This is an optimization exercise on Yosys and OpenROAD, whose aim is small area, a short achievable clock period and few clock cycles, not a production implementation.
The RTL was checked by simulation tests, not by an equivalence proof against the original design.

==> flow/design.v, too long to show whole: its modules and the start of the top module <==
// module cor_convert: 278 lines
// module cc_mul1: 1786 lines
// module cc_mul2: 2988 lines
module cor_convert (
    input  wire         clk,
    input  wire         rst,
    input  wire         in_valid,
    output wire         in_ready,
    input  wire [31:0]  in_x,
    input  wire [31:0]  in_y,
    input  wire [31:0]  in_z,
    input  wire [31:0]  in_xmin,
    input  wire [31:0]  in_ymin,
    input  wire [23:0]  in_pitch_x,
    input  wire [23:0]  in_pitch_y,
    input  wire [31:0]  in_zgain,
    output reg          rd_en,
    output reg  [5:0]   rd_i,
    output reg  [5:0]   rd_j,
    input  wire [383:0] rd_data,
    output reg          out_valid,
    output reg  [23:0]  out_cx,
    output reg  [23:0]  out_cy,
    output reg  [23:0]  out_cz,
    output reg          out_clamp,
    output reg  [2:0]   out_sat
);
  // ...
==> flow/flow/run.sh <==
#!/bin/bash
set -euo pipefail
bash standard.sh SETUP_SLACK_MARGIN=10.8 finish > standard_make.log 2>&1
==> flow/standard.sh <==
#!/bin/bash
# synth_recipe.tcl (not shown) runs the flow's synth.tcl, then flattens the netlist and writes it again
# the make line also repeats each setting of config.mk as NAME=value (left out here)
make -C /OpenROAD-flow-scripts/flow DESIGN_CONFIG=/design/flow/config.mk WORK_HOME=/design/flow/orfs CLKGATE_MAP_FILE= SYNTH_SCRIPT=/design/flow/synth_recipe.tcl "${@:-finish}"
==> flow/config.mk <==
export PLATFORM = sky130hd
export DESIGN_NAME = cor_convert
export DESIGN_NICKNAME = cor_convert
export VERILOG_FILES = /design/flow/design.v
export SDC_FILE = /design/flow/constraint.sdc
export NUM_CORES = 4
export LEC_CHECK = 0
export CAP_MARGIN = 20
export CORE_MARGIN = 2
export CORE_UTILIZATION = 50
export SETUP_SLACK_MARGIN = 5
export SLEW_MARGIN = 20
==> flow/constraint.sdc <==
create_clock -name core_clock -period 15.0 [get_ports {clk}]
set_input_delay 3.0000 -clock core_clock [delete_from_list [all_inputs] [get_ports {clk}]]
set_output_delay 3.0000 -clock core_clock [all_outputs]
set_load 0.01 [all_outputs]
==> impl_metrics.tcl, run 1 <==
set metrics [dict create \
    status "finished clean" \
    final_cell_area_um2 130500 \
    reg_top3 "m2c0: 67 flops, m2c1: 67 flops" \
    holdPathEnd "out_cx[7]" \
    num_vias 94640 \
    crit_chain "buf_6" \
    post-route-period-util_pct 29.64 \
    postCtsSetupRepairBufs 30 \
    fin_crit_ps 4446 \
    min_path_cells 0 \
    antenna_found_initial 21 \
    overflow 0 \
    cts_resized 569 \
    grt_pass1_vias 94630 \
    rsz0062_at_grt "true" \
    taps 2992 \
    drt_iter0_drc 9527 \
    avgViaCountPerCell 6.120 \
    final_common_cell "inv_1" \
    arrival_ps 1450 \
    die_h_um 479.6 \
    worstPathMaxFanout 2 \
    bufAreaShareNonClock_pct 7.166 \
    drt_first_pass_iters 9 \
    coreArea_um2 224900 \
    synth_area_leaders "dfxtp_1, edfxtp_1, fa_1" \
    fin_ws_ps 10550 \
    synth-main-ff-cell "dfxtp_1" \
    synth_most_common_cell "inv_1" \
    drcViolationCount 0 \
    synthSimpleGateAreaFrac_pct 9.106 \
    n_all_buffers 952 \
    synth_area_um2 113100 \
    relSlewSlack_pct 21.16 \
    path_clk_slew_ps 60 \
    cpLargestDelayFamily "flip-flops" \
    drt-met1-wl_um 171400 \
]
Testbench counts, summed over its fixed seeds: cycles 12,488.
==> module cor_convert, before the edit <==
module cor_convert (
    input  wire         clk,
    input  wire         rst,
    input  wire         in_valid,
    output wire         in_ready,
    input  wire [31:0]  in_x,
    input  wire [31:0]  in_y,
    input  wire [31:0]  in_z,
    input  wire [31:0]  in_xmin,
    input  wire [31:0]  in_ymin,
    input  wire [23:0]  in_pitch_x,
    input  wire [23:0]  in_pitch_y,
    input  wire [31:0]  in_zgain,
    output reg          rd_en,
    output reg  [5:0]   rd_i,
    output reg  [5:0]   rd_j,
    input  wire [383:0] rd_data,
    output reg          out_valid,
    output reg  [23:0]  out_cx,
    output reg  [23:0]  out_cy,
    output reg  [23:0]  out_cz,
    output reg          out_clamp,
    output reg  [2:0]   out_sat
);
    reg [5:0] ph;                   
    reg       rdy;                  
    reg       fp;                   
    reg       va, vb, v1, v2;       
    wire      ph0 = ph[0];
    wire      ph1 = ph[1];
    wire      ph2 = ph[2];
    wire      ph3 = ph[3];
    wire      ph4 = ph[4];
    wire      ph5 = ph[5];
    assign in_ready = rdy;
    reg  [63:0] wx0, wy0, wx1, wy1;  
    reg  [23:0] px0, py0, px1, py1;
    reg  [25:0] p3x0, p3y0, p3x1, p3y1;    
    reg  [31:0] zr, zgr;
    reg  [3:0]  hx0, hy0, hx1, hy1;  
    reg         cl0, ex0, ey0, zx0, zy0, cl1, ex1, ey1, zx1, zy1;
    function [25:0] dstep4;
        input [23:0] rem;
        input [1:0]  b;
        input [23:0] p;
        input [25:0] p3;
        reg   [26:0] d1, d2, d3;
        begin
            d1 = {1'b0, rem, b} - {3'b000, p};
            d2 = {1'b0, rem, b} - {2'b00, p, 1'b0};
            d3 = {1'b0, rem, b} - {1'b0, p3};
            if (!d3[26])      dstep4 = {2'd3, d3[23:0]};
            else if (!d2[26]) dstep4 = {2'd2, d2[23:0]};
            else if (!d1[26]) dstep4 = {2'd1, d1[23:0]};
            else              dstep4 = {2'd0, rem[21:0], b};
        end
    endfunction
    wire [63:0] wxs = fp ? wx0 : wx1;
    wire [63:0] wys = fp ? wy0 : wy1;
    wire [3:0]  hxs = fp ? hx0 : hx1;
    wire [3:0]  hys = fp ? hy0 : hy1;
    wire [23:0] pxs = fp ? px0 : px1;
    wire [23:0] pys = fp ? py0 : py1;
    wire [33:0] nx  = {{2{wxs[63]}}, wxs[63:32]} - {{2{wxs[31]}}, wxs[31:0]};
    wire [33:0] ny  = {{2{wys[63]}}, wys[63:32]} - {{2{wys[31]}}, wys[31:0]};
    wire [45:0] wxp = {nx[29:0], 16'd0};
    wire [45:0] wyp = {ny[29:0], 16'd0};
    wire [25:0] p3xp = {2'b00, pxs} + {1'b0, pxs, 1'b0};
    wire [25:0] p3yp = {2'b00, pys} + {1'b0, pys, 1'b0};
    wire [32:0] fnx = {hxs[2:0], wxs[45:16]};
    wire [32:0] fny = {hys[2:0], wys[45:16]};
    wire        gex = ~hxs[3] & (fnx >= {3'd0, pxs, 6'd0});
    wire        gey = ~hys[3] & (fny >= {3'd0, pys, 6'd0});
    wire        gtx = ~hxs[3] & (fnx >  {3'd0, pxs, 6'd0});
    wire        gty = ~hys[3] & (fny >  {3'd0, pys, 6'd0});
    wire        clp = hxs[3] | hys[3] | gtx | gty;
    wire [25:0] sx0 = dstep4(wx0[45:22], wx0[21:20], px0, p3x0);
    wire [25:0] sy0 = dstep4(wy0[45:22], wy0[21:20], py0, p3y0);
    wire [25:0] sx1 = dstep4(wx1[45:22], wx1[21:20], px1, p3x1);
    wire [25:0] sy1 = dstep4(wy1[45:22], wy1[21:20], py1, p3y1);
    wire [45:0] wxn0 = {sx0[23:0], wx0[19:0], sx0[25:24]};
    wire [45:0] wyn0 = {sy0[23:0], wy0[19:0], sy0[25:24]};
    wire [45:0] wxn1 = {sx1[23:0], wx1[19:0], sx1[25:24]};
    wire [45:0] wyn1 = {sy1[23:0], wy1[19:0], sy1[25:24]};
    wire [21:0] qxf = fp ? wxn1[21:0] : wxn0[21:0];
    wire [21:0] qyf = fp ? wyn1[21:0] : wyn0[21:0];
    wire        exf = fp ? ex1 : ex0;
    wire        eyf = fp ? ey1 : ey0;
    wire        zxf = fp ? zx1 : zx0;
    wire        zyf = fp ? zy1 : zy0;
    wire        clf = fp ? cl1 : cl0;
    reg [16:0] h_fx, h_fy, fyr;
    reg        h_cl, clm;
    reg [8:0]  fx1, fx2, fxn;       
    function [26:0] benc;           
        input [17:0] b;
        integer k;
        reg b0, b1, b2;
        begin
            for (k = 0; k < 9; k = k + 1) begin
                b0 = (k == 0) ? 1'b0 : b[2*k-1];
                b1 = b[2*k];
                b2 = b[2*k+1];
                benc[k]      = b1 ^ b0;
                benc[9 + k]  = (b2 & ~b1 & ~b0) | (~b2 & b1 & b0);
                benc[18 + k] = b2 & ~(b1 & b0);
            end
        end
    endfunction
    wire [26:0] fx_enc = benc({1'b0, h_fx});
    wire        gs_d = ph2 | ph4 | ph0;
    wire [1:0]  gs_ax = (ph2 | ph3) ? 2'd2 : ((ph4 | ph5) ? 2'd0 : 2'd1);
    reg [31:0] g00, g10, g01, g11;
    always @(*) begin
        case (gs_ax)
            2'd0: begin g00 = rd_data[31:0];   g10 = rd_data[127:96];  g01 = rd_data[223:192]; g11 = rd_data[319:288]; end
            2'd1: begin g00 = rd_data[63:32];  g10 = rd_data[159:128]; g01 = rd_data[255:224]; g11 = rd_data[351:320]; end
            default: begin g00 = rd_data[95:64]; g10 = rd_data[191:160]; g01 = rd_data[287:256]; g11 = rd_data[383:352]; end
        endcase
    end
    wire [33:0] i1 = gs_d ? {{2{g11[31]}}, g11} : 34'd0;
    wire [33:0] i2 = gs_d ? ~{{2{g10[31]}}, g10} : {{2{g10[31]}}, g10};
    wire [33:0] i3 = gs_d ? ~{{2{g01[31]}}, g01} : 34'd0;
    reg  [33:0] ts, tc;
    reg  [31:0] o3, o4;
    reg         od;
    always @(posedge clk) begin
        ts <= i1 ^ i2 ^ i3;
        tc <= {(i1[32:0] & i2[32:0]) | (i1[32:0] & i3[32:0]) | (i2[32:0] & i3[32:0]), 1'b0};
        o3 <= i3[31:0];
        o4 <= gs_d ? g00 : ~g00;
        od <= gs_d;
    end
    wire [33:0] s3 = {{2{o3[31]}}, o3};
    wire [33:0] s4 = {{2{o4[31]}}, o4};
    wire [33:0] pa_diff = ts + tc + s4 + {32'd0, od, ~od};
    wire [32:0] pa_base = (od ? ~s3[32:0] : 33'd0) + ~s4[32:0] + {32'd0, od};
    reg  [33:0] diffr;
    reg  [32:0] baser;
    wire [49:0] m1s0, m1s1;
    cc_mul1 u_m1 (.a(diffr), .one(fx1), .two(fx2), .neg(fxn), .base(baser),
                  .r0(m1s0), .r1(m1s1));
    reg  [49:0] m1c0, m1c1;
    wire [49:0] m1 = m1c0 + m1c1;
    reg  [49:0] dr;
    reg  [49:0] ar;
    reg  [31:0] zl;
    reg  [47:0] zt;                 
    reg  [33:0] zt2;                
    reg  [8:0]  mp1, mp2, mpn;      
    wire        c_op = ph1 | ph3 | ph5;
    wire [49:0] mc   = dr;
    wire [48:0] xa   = c_op ? ar[48:0] : 49'd0;
    wire [31:0] zl_g = ph0 ? zl : 32'd0;
    wire [33:0] zt_g = ph1 ? zt2 : 34'd0;
    wire [66:0] m2s0, m2s1;
    cc_mul2 u_m2 (.a(mc), .one(mp1), .two(mp2), .neg(mpn), .xa(xa), .zl(zl_g), .zt(zt_g),
                  .k31(c_op), .k39(c_op), .r0(m2s0), .r1(m2s1));
    reg  [66:0] m2c0, m2c1;
    wire [66:0] m2 = m2c0 + m2c1;
    wire [17:0] mp_next = (ph0 | ph2 | ph4) ? {1'b0, fyr}
                        : (ph3 ? {2'b00, zgr[15:0]} : {{2{zgr[31]}}, zgr[31:16]});
    wire [26:0] mp_enc  = benc(mp_next);
    wire        sat  = ~((m2[66:63] == 4'b0000) | (m2[66:63] == 4'b1111));
    wire [23:0] code = sat ? (m2[66] ? 24'h000000 : 24'hFFFFFF) : {~m2[63], m2[62:40]};
    wire        zt_ok = (zt[47:33] == 15'd0) | (zt[47:33] == 15'h7FFF);
    wire [33:0] zt_s  = zt_ok ? zt[33:0] : (zt[47] ? {1'b1, 33'd0} : {1'b0, {33{1'b1}}});
    reg  [23:0] hz, hx;             
    reg         hsz, hsx;
    always @(posedge clk) begin
        if (ph0 & ~fp) begin
            wx0 <= {in_x, in_xmin};
            wy0 <= {in_y, in_ymin};
            px0 <= in_pitch_x;
            py0 <= in_pitch_y;
        end else if (ph1 & fp) begin
            wx0[45:0] <= wxp;
            wy0[45:0] <= wyp;
            hx0  <= nx[33:30];
            hy0  <= ny[33:30];
            p3x0 <= p3xp;
            p3y0 <= p3yp;
        end else begin
            wx0[45:0] <= wxn0;
            wy0[45:0] <= wyn0;
        end
        if (ph0 & fp) begin
            wx1 <= {in_x, in_xmin};
            wy1 <= {in_y, in_ymin};
            px1 <= in_pitch_x;
            py1 <= in_pitch_y;
        end else if (ph1 & ~fp) begin
            wx1[45:0] <= wxp;
            wy1[45:0] <= wyp;
            hx1  <= nx[33:30];
            hy1  <= ny[33:30];
            p3x1 <= p3xp;
            p3y1 <= p3yp;
        end else begin
            wx1[45:0] <= wxn1;
            wy1[45:0] <= wyn1;
        end
        if (ph2 & fp) begin
            ex0 <= gex;
            ey0 <= gey;
            zx0 <= hxs[3];
            zy0 <= hys[3];
            cl0 <= clp;
        end
        if (ph2 & ~fp) begin
            ex1 <= gex;
            ey1 <= gey;
            zx1 <= hxs[3];
            zy1 <= hys[3];
            cl1 <= clp;
        end
        if (ph0) begin
            zr    <= in_z;
            zgr   <= in_zgain;
            h_fx  <= {exf, qxf[15:0] & {16{~(exf | zxf)}}};
            h_fy  <= {eyf, qyf[15:0] & {16{~(eyf | zyf)}}};
            h_cl  <= clf;
        end
        if (ph1) zt2 <= zt_s;
        rd_i  <= (qxf[21:16] & {6{~zxf}}) | {6{exf}};
        rd_j  <= (qyf[21:16] & {6{~zyf}}) | {6{eyf}};
        if (ph0) clm <= h_cl;
        if (ph3) begin
            fx1 <= fx_enc[8:0];
            fx2 <= fx_enc[17:9];
            fxn <= fx_enc[26:18];
        end
        if (ph5) fyr <= h_fy;
        diffr <= pa_diff;
        baser <= pa_base;
        m1c0  <= m1s0;
        m1c1  <= m1s1;
        ar <= m1;
        dr <= (ph0 | ph2 | ph4) ? ar : {{18{zr[31]}}, zr};    
        mp1   <= mp_enc[8:0];
        mp2   <= mp_enc[17:9];
        mpn   <= mp_enc[26:18];
        m2c0  <= m2s0;
        m2c1  <= m2s1;
        zl    <= m2[47:16];
        if (ph1) zt <= m2[47:0];
        if (ph2) begin hz <= code; hsz <= sat; end
        if (ph4) begin hx <= code; hsx <= sat; end
        out_cz    <= hz;
        out_cx    <= hx;
        out_cy    <= code;
        out_sat   <= {hsz, sat, hsx};
        out_clamp <= clm;
        if (rst) begin
            ph        <= 6'b000001;
            rdy       <= 1'b1;
            fp        <= 1'b0;
            va        <= 1'b0;
            vb        <= 1'b0;
            v1        <= 1'b0;
            v2        <= 1'b0;
            rd_en     <= 1'b0;
            out_valid <= 1'b0;
        end else begin
            ph        <= {ph[4:0], ph[5]};
            rdy       <= ph5;
            rd_en     <= ph0 & vb;
            out_valid <= ph0 & v2;
            if (ph0) begin
                fp <= ~fp;
                va <= in_valid;
                vb <= va;
                v1 <= vb;
                v2 <= v1;
            end
        end
    end
endmodule
==> inputs of run 2 (changes only) <==
--- a/flow/design.v
+++ b/flow/design.v
@@ -24,5 +24,5 @@
 );
     reg [5:0] ph;                   
-    reg       rdy;                  
+    reg       nrdy;                 
     reg       fp;                   
     reg       va, vb, v1, v2;       
@@ -33,5 +33,5 @@
     wire      ph4 = ph[4];
     wire      ph5 = ph[5];
-    assign in_ready = rdy;
+    assign in_ready = ~nrdy;
     reg  [63:0] wx0, wy0, wx1, wy1;  
     reg  [23:0] px0, py0, px1, py1;
@@ -252,7 +252,7 @@
         out_sat   <= {hsz, sat, hsx};
         out_clamp <= clm;
+        nrdy <= ~(ph5 | rst);
         if (rst) begin
             ph        <= 6'b000001;
-            rdy       <= 1'b1;
             fp        <= 1'b0;
             va        <= 1'b0;
@@ -264,5 +264,4 @@
         end else begin
             ph        <= {ph[4:0], ph[5]};
-            rdy       <= ph5;
             rd_en     <= ph0 & vb;
             out_valid <= ph0 & v2;
==> flow/flow/run.sh (replaced) <==
#!/bin/bash
set -euo pipefail
bash standard.sh SETUP_SLACK_MARGIN=10.8 \
    "BUFFER_PORTS_ARGS=-buffer_cell sky130_fd_sc_hd__buf_2" finish > standard_make.log 2>&1
==> run 2 against run 1 <==
Net effect:
- still clean on timing, DRC and antenna
- clock skew is 11 ps higher
- area after synthesis down 1.1%
- setup slack better by 110 ps
- critical path type unchanged
- die area decreased by 1.1%
- final cell count decreased by 1.2%
- highest routed layer unchanged
- first-iteration DRC count increased by 5.2%
- non-clock buffer count up 34
- global-route usage is 0.80 points lower
- flip-flop and latch count grew 1
- hold slack got worse by 1.8 ps
==> impl_metrics.tcl, run 2 <==
set metrics [dict create \
    area_growth_pct 13.69 \
    avgViaCountPerCell 6.061 \
    crit_path_end "in_ready" \
    setup_viol 0 \
    fp.dieW_um 477.0 \
    synth_area_um2 111900 \
    fin_crit_ps 4338 \
    multi_input_area_um2 70860 \
    fp.dieArea_um2 227600 \
    io_pins 718 \
    fin_nets 14300 \
    status "finished clean" \
    hold_violations 0 \
    start_util_pct 50.33 \
    wl_um 411300 \
    numCtsBuffers 166 \
    overflow 0 \
    gp_congestion 0.9964 \
    rsz0062_at_grt "true" \
    cpLargestDelayFamily "flip-flops" \
    slowest_stage "dfxtp_1" \
    hold_class "flip-flop to flip-flop" \
    wl_per_cell_um 26.92 \
    reg2reg_depth 11 \
    crit_required_ps 12000 \
    grt_max_degree 96 \
    start_kind "flip-flop" \
    cts.sinks 1443 \
    setup_tns_ps 0 \
    synth-seq-cells 1443 \
    rows 173 \
    synthArstFlopShare_pct 0 \
    reg_top3 "m2c0: 67 flops, m2c1: 67 flops" \
    r2r_slack_ps 10760 \
    whs_ps 335.0 \
    final_max_slew_viol_count 0 \
    htreeDepth 4 \
    grt_pass1_wl_um 603100 \
    synth-main-ff-cell "dfxtp_1" \
    syn_inst 11690 \
    root_buffer "clkbuf_16" \
    postRouteAntennaNets 0 \
    worstPathMaxFanout 1 \
    final_common_cell "inv_1" \
    synth_top_area_share_pct 15.64 \
    cp-end-kind "output port" \
    port-buffer-count 717 \
    ys_warn_count 1 \
    fin_ws_ps 10660 \
    r2r_start "fp" \
    path_class "flip-flop to output port" \
    dp_hpwl_um 307800 \
    final_core_util_pct 57.22 \
    cts.hold.buffers_added 0 \
    ys_seq_area_share_pct 30.91 \
    cts_buffer_depth 3 \
    layout_common_cells "inv_1, xnor2_1, fa_1" \
    syn-num-nets 13850 \
    path_depth 2 \
    max_freq_mhz 230.5 \
    ff_latch_area_um2 34780 \
    synth_area_leaders "dfxtp_1, edfxtp_1, fa_1" \
    syn_area_per_cell_um2 9.567 \
    num_vias 92620 \
    die_h_um 477.0 \
    ys_types 102 \
    drive_gt1_share_pct 14.33 \
    cts_tree "built" \
    synth_common_cells "inv_1, xnor2_1, dfxtp_1" \
    relSlewSlack_pct 21.77 \
    clock_skew_ps 47.98 \
    post-route-period-util_pct 28.92 \
    drt_iter0_drc 10020 \
    path_clk_slew_ps 60 \
    drt_first_pass_iters 6 \
    critPathBufInv 2 \
    clk_latency_ps 860 \
    crit_chain "inv_1 -> buf_6" \
    r2r_end "wy0[36]" \
    fillCellCount 19620 \
    grt_pass1_vias 92560 \
    drcViolationCount 0 \
    cap_violations 0 \
    yosysTopAreaCell "dfxtp_1" \
    dp_slack_ps 9271 \
    antenna_found_initial 31 \
    coreArea_um2 222300 \
    startpoint "nrdy" \
    synth_most_common_cell "inv_1" \
    slowest_delay_ps 290 \
    synth_enable_flop_cells 569 \
    grt_usage_pct 35.16 \
    arrival_ps 1340 \
    max_slew.worst_pin.slew_ps 1173 \
]
## run 2: cell types whose count changed after synthesis, sizes merged, moves of 19 or more
cell    change
nor2       +38
clkbuf     -43
a211oi     -24
nand3      -45
or3        -19
o21ai      -33
o21bai     +27
nand2      -32
nor3       -48
nor4       -24
## run 2: cells by family after synthesis
family | synth area share [%]
AO/OA/AOI/OAI | 18.44
AND/OR/NAND/NOR | 8.365
buffers and inverters | 6.805
adder cells (fa/ha/maj) | 22.32
flip-flops | 30.91
XOR/XNOR | 10.05
multiplexers | 3.104
other | 0.003352
## run 2: worst min-delay path by stage
stage | startpoint | end | cells past startpoint
finish | hz[17] | out_cz[17] | 0
global route | hz[13] | out_cz[13] | 0
CTS | hz[17] | out_cz[17] | 0
detailed placement | hz[17] | out_cz[17] | 0
global placement | hsx | out_sat[0] | 0
floorplan | clm | out_clamp | 0
## run 2: stage by stage
stage	cells	area [µm²]
finish	15280	127200
CTS	15190	125400
global route	15270	127200
floorplan	11690	112000
detailed placement	14830	117800
global placement	14830	117800
## run 2: worst register-to-register path: cells and delay by family (launching register included)
kind | cells | cell delay (ps)
buffers and inverters | 5 | 1980
and+or+nand+nor | 4 | 1590
DFF | 1 | 430
AOI/OAI and AO/OA | 2 | 200
## run 2: repair_timing
action,CTS,global route
cloned,9,8
setup endpoints to repair,609,363
resized for setup,261,283
pin swaps,25,67
setup buffers,34,68
hold endpoints to repair,0,0
## run 2: layout make-up
cell class	instances	area share (%)
Antenna cell	15	0.02951
Clock buffer	213	3.605
Clock inverter	101	1.106
Inverter	1312	3.901
Multi-Input combinational cell	8234	55.71
Sequential cell	1443	27.34
Tap cell	2975	2.926
Timing Repair Buffer	986	5.378
Timing Repair inverter	1	0.003935
## run 2: metal layers
metal  part of all wire [%]  GRT usage (%)  up-vias
met5                  0.030              0        -
met4                    5.5          16.80       20
met3                    8.9          7.184      945
met2                     45          54.99     4672
met1                     41          46.55    45700
li1                       -              -    41280
Testbench counts of run 2, summed over its fixed seeds: cycles 12,488.
==> inputs of run 3 (changes only) <==
==> flow/flow/run.sh (replaced) <==
#!/bin/bash
set -euo pipefail
bash standard.sh SETUP_SLACK_MARGIN=10.95 \
    "BUFFER_PORTS_ARGS=-buffer_cell sky130_fd_sc_hd__buf_2" finish > standard_make.log 2>&1
==> run 3 against run 2 <==
Net effect:
- maximum frequency shrank 0.82%
- via count shrank 0.84%
- highest routed layer unchanged
==> impl_metrics.tcl, run 3 <==
set metrics [dict create \
    status "finished clean" \
    root_buffer "clkbuf_16" \
    syn_area_per_cell_um2 9.567 \
    worstPathMaxFanout 1 \
    rsz0062_at_grt "true" \
    clock_skew_ps 39.16 \
    port-buffer-count 717 \
    min_path_cells 0 \
    hold_class "flip-flop to flip-flop" \
    path_class "flip-flop to output port" \
    r2r_start "fp" \
    die_h_um 477.0 \
    area_growth_pct 14.64 \
    drcViolationCount 0 \
    fin_nets 14320 \
    cts_buffer_depth 3 \
    fillCellCount 19700 \
    postRouteAntennaNets 0 \
    start_util_pct 50.33 \
    dpl_cell_area_um2 117900 \
    dp_hpwl_um 297300 \
    cp-end-kind "output port" \
    reg2reg_depth 20 \
    fp.dieArea_um2 227600 \
    fp.dieW_um 477.0 \
    arrival_ps 1370 \
    final_common_cell "inv_1" \
    startpoint "nrdy" \
    grt_pass1_wl_um 592100 \
    coreArea_um2 222300 \
    synth_enable_flop_cells 569 \
    yosysTopAreaCell "dfxtp_1" \
    wl_per_cell_um 26.41 \
    drt_iter0_drc 9083 \
    max_slew.worst_pin.slew_ps 1130 \
    relSlewSlack_pct 24.59 \
    cts_tree "built" \
    hp-start "hx[0]" \
    grt_usage_pct 34.29 \
    ys_warn_count 1 \
    start_kind "flip-flop" \
    synth_area_um2 111900 \
    drive_gt1_share_pct 15.50 \
    final_max_slew_viol_count 0 \
    synthArstFlopShare_pct 0 \
    placed_cells 14820 \
    rows 173 \
    synth_top_area_share_pct 15.64 \
    avgViaCountPerCell 5.999 \
    numCtsBuffers 165 \
    fin_crit_ps 4374 \
    overflow 0 \
    synth_most_common_cell "inv_1" \
    path_clk_slew_ps 60 \
    ys_seq_area_share_pct 30.91 \
    synth-seq-cells 1443 \
    setup_tns_ps 0 \
    antenna_found_initial 33 \
    max_freq_mhz 228.7 \
    wl_um 404300 \
    htreeDepth 4 \
    setup_viol 0 \
    num_vias 91840 \
    grt_max_degree 109 \
    syn_inst 11690 \
    cap_violations 0 \
    final_cell_area_um2 128300 \
    io_pins 718 \
    synth_common_cells "inv_1, xnor2_1, dfxtp_1" \
    ys_types 102 \
    layout_common_cells "inv_1, xnor2_1, fa_1" \
    drt_first_pass_iters 6 \
    synth_area_leaders "dfxtp_1, edfxtp_1, fa_1" \
    gp_congestion 0.9725 \
    syn-num-nets 13850 \
    hold_violations 0 \
    synth-main-ff-cell "dfxtp_1" \
    clk_latency_ps 840 \
    reg_top3 "m2c0: 67 flops, m2c1: 67 flops" \
    grt_pass1_vias 91950 \
    finalNonFillerCells 15310 \
    post-route-period-util_pct 29.16 \
    cts.sinks 1443 \
    crit_required_ps 12000 \
]
==> run 3: cell counts after synthesis <==
No cell type changed its count.
==> run 3: metal layers <==
layer | global-route usage, % | vias up | routed length, µm
met5 | 0 | - | 139
met4 | 17.91 | 22 | 25670
met3 | 6.307 | 995 | 34770
met2 | 54.75 | 4398 | 183200
met1 | 44.32 | 45150 | 160500
li1 | - | 41270 | -
==> run 3: path summary, 6_finish.rpt <==
path	endpoint	slack, ps
min reg2reg	out_cx[0]	340
min	out_cx[0]	340
max reg2reg	wy1[41]	10880
max	in_ready	10630
==> run 3: through the flow <==
step	utilization, %	hold slack, ps	setup slack [ps]
2_1_floorplan	-	323.3	10840
3_3_place_gp	53.02	324.5	9522
3_5_place_dp	53.02	326.9	9518
4_1_cts	56.44	335.0	10570
5_1_grt	57.68	345.4	10580
6_report	57.69	338.9	10630
==> run 3: area by class of cell <==
cell class | instances | area [µm²] | share of cell area [%]
clock buffers | 211 | 4526 | 3.529
repair buffers | 1011 | 7015 | 5.470
well taps | 2975 | 3722 | 2.902
flip-flops and latches | 1443 | 34770 | 27.11
clock inverters | 98 | 1230 | 0.9590
multi-input cells | 8237 | 71950 | 56.10
repair inverters | 2 | 13.76 | 0.01073
diodes | 20 | 50.05 | 0.03902
inverters | 1312 | 4977 | 3.881
==> run 3: logic make-up (layout without fill, tap and decap cells) <==
kind of cell | Yosys count | count (layout) | synth area share [%]
fa+ha+maj | 1524 | 1524 | 22.32
xor+xnor | 1284 | 1284 | 10.05
buf+inv | 2018 | 2634 | 6.805
mux | 337 | 337 | 3.104
simple gates | 2033 | 2036 | 8.365
other cells | 1 | 21 | 0.003352
compound gates | 3054 | 3055 | 18.44
flops | 1443 | 1443 | 30.91
==> run 3: timing repair <==
item / 4_1_cts / 5_1_grt
resized for setup: 304 / 430
pin swaps: 44 / 120
cloned: 11 / 14
endpoints found under the setup margin: 519 / 396
hold buffers: 0 / 0
setup buffers: 41 / 94
==> run 3: critical path, cell delays in order, from the launching register on <==
cell and delay (ps):
dfxtp_4 400, inv_2 40, buf_6 110

-- what the ideal ports hide --
In the flow no input, the clock included, has a driving cell. The finished layouts below were timed again as built, in two steps.
Step 1 (the two cells are an assumption about what drives the block):
set clk [get_ports {clk}]
set_driving_cell -lib_cell sky130_fd_sc_hd__clkbuf_16 $clk
set_driving_cell -lib_cell sky130_fd_sc_hd__buf_2 [delete_from_list [all_inputs] $clk]
Step 2 moves the port delays by t, midway between the first and last clock arrival at a register: inputs arrive t later, outputs are due t later. That takes back most of the time a late clock gives input paths.
Slacks: no drivers / after step 1 / after step 2; pairs: no drivers / after step 1.
| run | t (ns) | setup WS [ns] | hold WS [ns] | worst register clock-pin slew, ns |
|---|---|---|---|---|
| run 1 | 0.928 | 10.554 / 10.452 / 10.063 | 0.337 / 0.337 / 0.337 | 0.07 / 0.07 |
| run 2 | 0.941 | 10.663 / 10.557 / 10.442 | 0.335 / 0.335 / 0.335 | 0.07 / 0.07 |
| run 3 | 0.912 | 10.627 / 10.532 / 10.628 | 0.339 / 0.339 / 0.339 | 0.07 / 0.07 |
After both steps every run listed still meets setup and hold. The setup slack of run 1, which loses most, moves by -0.102 ns with the drivers and by -0.491 ns with both steps.
